Background: an optimization exercise with open tools, aiming at small area, a short achievable clock period and few clock cycles per item. Do not read the settings as production practice. Only simulation tests tie the RTL to the original design; equivalence was not proved.

==> flow/design.v <==
module ghash (
    input  wire         clk,
    input  wire         rst,
    input  wire         in_valid,
    output wire         in_ready,
    input  wire         in_first,
    input  wire [127:0] in_h,
    input  wire [127:0] in_x,
    output wire         out_valid,
    input  wire         out_ready,
    output wire [127:0] out_y
);
    localparam integer PW = gf2_kw(128);
    function integer gf2_kw(input integer n);
        integer m;
        begin
            m = 1;
            while (n > 16) begin
                n = n / 2;
                m = m * 3;
            end
            gf2_kw = m * (2 * n - 1);
        end
    endfunction
    reg          v1;         
    reg          fr;         
    reg  [127:0] xr;         
    reg  [127:0] h;          
    reg          vb;         
    reg  [PW-1:0] p;
    reg  [127:0] c;          
    reg  [127:0] q0;         
    reg  [127:0] q1;         
    reg          p1;         
    reg          p2;         
    wire amove = v1 & ~vb;   
    wire bmove = vb & ~p2;   
    assign in_ready  = ~v1 | ~vb;
    assign out_valid = p1;
    wire take   = p1 & out_ready;
    wire accept = in_valid & in_ready;
    wire [127:0]  a = (c & {128{~fr}}) ^ xr;
    wire [PW-1:0] leaves;
    gf2_kleaf #(.N(128)) ml (.a(a), .b(h), .p(leaves));
    wire [254:0]  m;
    gf2_kpost #(.N(128)) mp (.p(p), .c(m));
    wire [126:0] hi = m[254:128];
    wire [133:0] f1 = {7'd0, hi} ^ {6'd0, hi, 1'b0} ^ {5'd0, hi, 2'b0} ^ {hi, 7'b0};
    wire [5:0]   hi2 = f1[133:128];
    wire [127:0] y = m[127:0] ^ f1[127:0] ^ {115'd0, hi2, 7'd0} ^ {120'd0, hi2, 2'd0}
                   ^ {121'd0, hi2, 1'd0} ^ {122'd0, hi2};
    genvar g;
    generate
        for (g = 0; g < 128; g = g + 1) begin : rev
            assign out_y[g] = q0[127 - g];
        end
    endgenerate
    integer i;
    always @(posedge clk) begin
        if (accept) begin
            fr <= in_first;
            for (i = 0; i < 128; i = i + 1) xr[i] <= in_x[127 - i];
            if (in_first)
                for (i = 0; i < 128; i = i + 1) h[i] <= in_h[127 - i];
        end
        if (amove) p <= leaves;
        if (bmove) c <= y;
        if (bmove) begin
            if (~p1 | take) q0 <= y;
            else q1 <= y;
        end else if (take & p2) begin
            q0 <= q1;
        end
    end
    always @(posedge clk) begin
        if (rst) begin
            v1 <= 1'b0;
            vb <= 1'b0;
            p1 <= 1'b0;
            p2 <= 1'b0;
        end else begin
            if (accept) v1 <= 1'b1;
            else if (amove) v1 <= 1'b0;
            if (amove) vb <= 1'b1;
            else if (bmove) vb <= 1'b0;
            if (bmove) begin
                p1 <= 1'b1;
                if (p1 & ~take) p2 <= 1'b1;
            end else if (take) begin
                if (p2) p2 <= 1'b0;
                else p1 <= 1'b0;
            end
        end
    end
endmodule
module gf2_kleaf #(
    parameter integer N    = 128,
    parameter integer BASE = 16
) (
    input  wire [N-1:0]  a,
    input  wire [N-1:0]  b,
    output wire [KW-1:0] p
);
    function integer kwf(input integer n);
        integer m;
        begin
            m = 1;
            while (n > BASE) begin
                n = n / 2;
                m = m * 3;
            end
            kwf = m * (2 * n - 1);
        end
    endfunction
    localparam integer KW = kwf(N);
    generate
        if (N <= BASE) begin : school
            reg [2*N-2:0] r;
            integer i, j;
            always @* begin
                r = {(2*N-1){1'b0}};
                for (i = 0; i < N; i = i + 1)
                    for (j = 0; j < N; j = j + 1)
                        r[i+j] = r[i+j] ^ (a[i] & b[j]);
            end
            assign p = r;
        end else begin : kara
            localparam integer M  = N / 2;
            localparam integer KM = KW / 3;
            gf2_kleaf #(.N(M), .BASE(BASE)) m0 (.a(a[M-1:0]), .b(b[M-1:0]), .p(p[KM-1:0]));
            gf2_kleaf #(.N(M), .BASE(BASE)) m1 (.a(a[N-1:M]), .b(b[N-1:M]), .p(p[2*KM-1:KM]));
            gf2_kleaf #(.N(M), .BASE(BASE)) m2 (.a(a[M-1:0] ^ a[N-1:M]),
                                                .b(b[M-1:0] ^ b[N-1:M]), .p(p[3*KM-1:2*KM]));
        end
    endgenerate
endmodule
module gf2_kpost #(
    parameter integer N    = 128,
    parameter integer BASE = 16
) (
    input  wire [KW-1:0]  p,
    output wire [2*N-2:0] c
);
    function integer kwf(input integer n);
        integer m;
        begin
            m = 1;
            while (n > BASE) begin
                n = n / 2;
                m = m * 3;
            end
            kwf = m * (2 * n - 1);
        end
    endfunction
    localparam integer KW = kwf(N);
    generate
        if (N <= BASE) begin : school
            assign c = p;
        end else begin : kara
            localparam integer M  = N / 2;
            localparam integer KM = KW / 3;
            wire [2*M-2:0] q0, q1, q2;
            gf2_kpost #(.N(M), .BASE(BASE)) m0 (.p(p[KM-1:0]), .c(q0));
            gf2_kpost #(.N(M), .BASE(BASE)) m1 (.p(p[2*KM-1:KM]), .c(q1));
            gf2_kpost #(.N(M), .BASE(BASE)) m2 (.p(p[3*KM-1:2*KM]), .c(q2));
            wire [M-1:0] t = {1'b0, q0[2*M-2:M]} ^ q1[M-1:0];
            assign c = {q1[2*M-2:M],
                        t ^ {1'b0, q1[2*M-2:M]} ^ {1'b0, q2[2*M-2:M]},
                        t ^ q0[M-1:0] ^ q2[M-1:0],
                        q0[M-1:0]};
        end
    endgenerate
endmodule
make LEC_CHECK=0 CAP_MARGIN=20 CORE_MARGIN=2 CORE_UTILIZATION=45 SETUP_SLACK_MARGIN=1.0 SLEW_MARGIN=20 finish   # period 5.0 ns
run.sh (not shown) runs the stock make flow with config.mk's settings and CLKGATE_MAP_FILE= SYNTH_SCRIPT=/design/flow/synth_recipe.tcl, a recipe that flattens the netlist after the stock synthesis.
Testbench counts at the start, summed over its fixed seeds: cycles 6,416, blocks 3,200.
==> next run, changes <==
--- a/flow/design.v
+++ b/flow/design.v
@@ -24,5 +24,4 @@
     endfunction
     reg          v1;         
-    reg          fr;         
     reg  [127:0] xr;         
     reg  [127:0] h;          
@@ -36,9 +35,9 @@
     wire amove = v1 & ~vb;   
     wire bmove = vb & ~p2;   
-    assign in_ready  = ~v1 | ~vb;
+    assign in_ready  = ~v1 & (~vb | ~p2);
     assign out_valid = p1;
     wire take   = p1 & out_ready;
     wire accept = in_valid & in_ready;
-    wire [127:0]  a = (c & {128{~fr}}) ^ xr;
+    wire [127:0]  a = c ^ xr;
     wire [PW-1:0] leaves;
     gf2_kleaf #(.N(128)) ml (.a(a), .b(h), .p(leaves));
@@ -59,11 +58,11 @@
     always @(posedge clk) begin
         if (accept) begin
-            fr <= in_first;
             for (i = 0; i < 128; i = i + 1) xr[i] <= in_x[127 - i];
             if (in_first)
                 for (i = 0; i < 128; i = i + 1) h[i] <= in_h[127 - i];
         end
-        if (amove) p <= leaves;
-        if (bmove) c <= y;
+        p <= leaves;
+        if (accept & in_first) c <= 128'd0;
+        else if (bmove) c <= y;
         if (bmove) begin
             if (~p1 | take) q0 <= y;
Synthesized cell count came out lower by a few percent. Core utilization came out lower by 0.20 points. Cell count came out lower by a few percent. Die area came out lower by a little under a tenth. Final area came out lower by a little under a tenth. Via count came out lower by a few percent.
Testbench counts after the change, summed over its fixed seeds: cycles 6,416, blocks 3,200.

## what the ideal ports hide
No port has a modelled driver above. Below, the same layouts with a new extraction and two added sets of constraints. Step 1 (the two cells are an assumption about what drives the block):
set clk [get_ports {clk}]
set_driving_cell -lib_cell sky130_fd_sc_hd__clkbuf_16 $clk
set_driving_cell -lib_cell sky130_fd_sc_hd__buf_2 [delete_from_list [all_inputs] $clk]
Step 2 times the ports against the registers' clock, not the clock port: input delays grow and output delays shrink by t, the midpoint of the rising clock arrivals with the driver on. Three values: ideal ports, drivers, drivers and shift; two values: the first two.
run | t (ns) | setup slack, ns | worst register clock-pin slew, ns | worst data-port slew with drivers (ns)
the first run | 1.085 | 0.758 / 0.758 / 0.758 | 0.07 / 0.07 | 0.12
the second run | 1.069 | 0.769 / 0.769 / 0.769 | 0.07 / 0.07 | 0.11
After both steps every run listed still meets setup and hold.
